Background: an optimization exercise with open tools, aiming at small area, a short achievable clock period and few clock cycles. Do not read the settings as production practice. Where RTL was checked, it was by simulation tests only, not by an equivalence proof against the original.

== before ==
// press_aes
module press_aes (
    input  wire         clk,
    input  wire         rst,         
    input  wire         key_valid,
    output wire         key_ready,
    input  wire [1:0]   key_len,     
    input  wire [255:0] key,
    input  wire         in_valid,
    output wire         in_ready,
    input  wire         in_dec,      
    input  wire [127:0] in_data,
    output wire         out_valid,
    input  wire         out_ready,
    output wire [127:0] out_data
);
Settings: LEC_CHECK=0, ABC_CLOCK_PERIOD_IN_PS=3500, CAP_MARGIN=20, CORE_MARGIN=2, CORE_UTILIZATION=45, CTS_CLUSTER_DIAMETER=200, CTS_CLUSTER_SIZE=20, PLACE_DENSITY=0.6, SETUP_SLACK_MARGIN=5, SLEW_MARGIN=20; clock period 12.0 ns.
standard.sh (not shown) runs the stock make flow with config.mk's settings and CLKGATE_MAP_FILE= SYNTH_SCRIPT=/design/flow/synth_recipe.tcl, a recipe that flattens the netlist after the stock synthesis.
==> flow/flow/run.sh <==
#!/bin/bash
set -euo pipefail
bash standard.sh SETUP_SLACK_MARGIN=8.25 "BUFFER_PORTS_ARGS=-buffer_cell sky130_fd_sc_hd__buf_1" finish > flow.log 2>&1
Both conditions hold for before: the flow ran to the end and the final layout passed the timing, design-rule and antenna checks.
Testbench counts of before, summed over its fixed seeds: cycles 29,406.
### before -> after
==> flow/flow/run.sh <==
#!/bin/bash
set -euo pipefail
bash standard.sh SETUP_SLACK_MARGIN=8 "BUFFER_PORTS_ARGS=-buffer_cell sky130_fd_sc_hd__buf_1" finish > flow.log 2>&1
### Flow results
- [after vs before] overall routed net length: lower in after
- Comparing after and before, final worst setup slack is higher on before.
- before → after: core utilization shows a reduction of 3.1 points; fmax shows a reduction of about 4%; delay contributed by the slowest stage of the critical path shows an increase of 0.37 ns; area growth from synthesis to final layout shows a reduction of 6.8 points.


Setup of nickel:
press_aes, a different RTL version from the one above (not shown whole).
Size in the first run: ~11000 cells after synthesis, ~1600 flip-flops, about 520 I/O pins.
export LEC_CHECK = 0
export ABC_CLOCK_PERIOD_IN_PS = 3500
export CAP_MARGIN = 20
export CORE_MARGIN = 2
export CORE_UTILIZATION = 45
export CTS_CLUSTER_DIAMETER = 200
export CTS_CLUSTER_SIZE = 20
export PLACE_DENSITY = 0.6
export SETUP_SLACK_MARGIN = 5
export SLEW_MARGIN = 20
create_clock -name core_clock -period 12.0 [get_ports {clk}]
==> flow/flow/run.sh <==
#!/bin/bash
set -euo pipefail
W=$PWD
export OWN_ABC_SCRIPT=$W/flow/abc_map.script
{
  cat <<'TCL'
# ORFS's synthesis calls abc with its own -script; use ours instead.
proc abc {args} {
  set i [lsearch -exact $args -script]
  if {$i >= 0} { lset args [expr {$i + 1}] $::env(OWN_ABC_SCRIPT) }
  puts "abc with own script: $args"
  yosys abc {*}$args
}
TCL
  cat synth_recipe.tcl
} > own_synth.tcl
bash standard.sh SYNTH_SCRIPT=$W/own_synth.tcl SETUP_SLACK_MARGIN=8 \
  "BUFFER_PORTS_ARGS=-buffer_cell sky130_fd_sc_hd__buf_1" finish > flow.log 2>&1
==> flow/flow/abc_map.script <==
&get -n
&st
&syn2
&dch
&nf -R 1000
&put
nickel: all stages complete, timing, DRC and antenna checks passed
Changes in sierra relative to nickel:
==> flow/flow/run.sh <==
#!/bin/bash
set -euo pipefail
bash standard.sh SETUP_SLACK_MARGIN=8 "BUFFER_PORTS_ARGS=-buffer_cell sky130_fd_sc_hd__buf_1" finish > flow.log 2>&1
removed: flow/flow/abc_map.script
==> summary.txt <==
The worst setup path endpoint comes out st[89]$_DFFE_PN_ in one run and sreg[6]$_DFFE_PP_ in the other, namely in nickel and sierra respectively.
sierra vs nickel on total wire length after detailed routing: sierra is the higher one.
No run of this note included a check of the RTL's function; only the layout flow was run.


Another version of the RTL of press_aes (not shown whole).
Size in the first run: roughly 13000 cells after synthesis, about 1100 flip-flops, roughly 520 I/O pins.
clock: 12.0 ns
lec_check: 0
abc_clock_period_in_ps: 3500
cap_margin: 85
core_margin: 2
core_utilization: 45
place_density: 0.6
setup_slack_margin: 5
slew_margin: 85
run.sh (not shown) runs the stock make flow with config.mk's settings and CLKGATE_MAP_FILE= SYNTH_SCRIPT=/design/flow/synth_recipe.tcl, a recipe that flattens the netlist after the stock synthesis.
Stock flow here: none of the scripts above is used.
The baseline did not get past global routing (5_1_grt) with GRT-0232.
==> next run, changes <==
CAP_MARGIN = 70   (was 85)
SLEW_MARGIN = 70   (was 85)
With this change the flow passed the timing, design-rule and antenna checks. Synthesized cell count stays the same. Synthesized area stays the same.
No functional check of the RTL was part of any run of this note.

[what the ideal ports hide]
In the flow no input, the clock included, has a driving cell. The finished layouts below were timed again as built, in two steps.
Step 1 assumes that a clkbuf_16 drives the clock port and a buf_2 every other input.
Step 2 adds t to the input delays and takes it off the output delays; t is the mean of the earliest and latest rising clock arrival at the registers after step 1. Input paths then give back, and output paths get back, about the clock's delay inside the block.
Slacks: ideal / step 1 / step 2; pairs: ideal / step 1.
run	shift t [ns]	setup slack, ns	worst register clock-pin slew, ns	cell pins on the clock port's net
before	0.939	8.009 / 7.918 / 7.262	0.12 / 0.12	1
after	0.928	7.837 / 7.837 / 7.090	0.12 / 0.12	1
nickel	0.924	7.675 / 7.675 / 7.001	0.11 / 0.11	1
sierra	0.912	7.864 / 7.864 / 7.045	0.12 / 0.12	1
the second run of note 3	0.955	5.185 / 5.185 / 5.185	0.07 / 0.07	1
After both steps setup and hold are still met in every run listed. For sierra, which loses most, drivers alone change the setup slack by 0.000 ns; drivers and shift together by -0.819 ns.
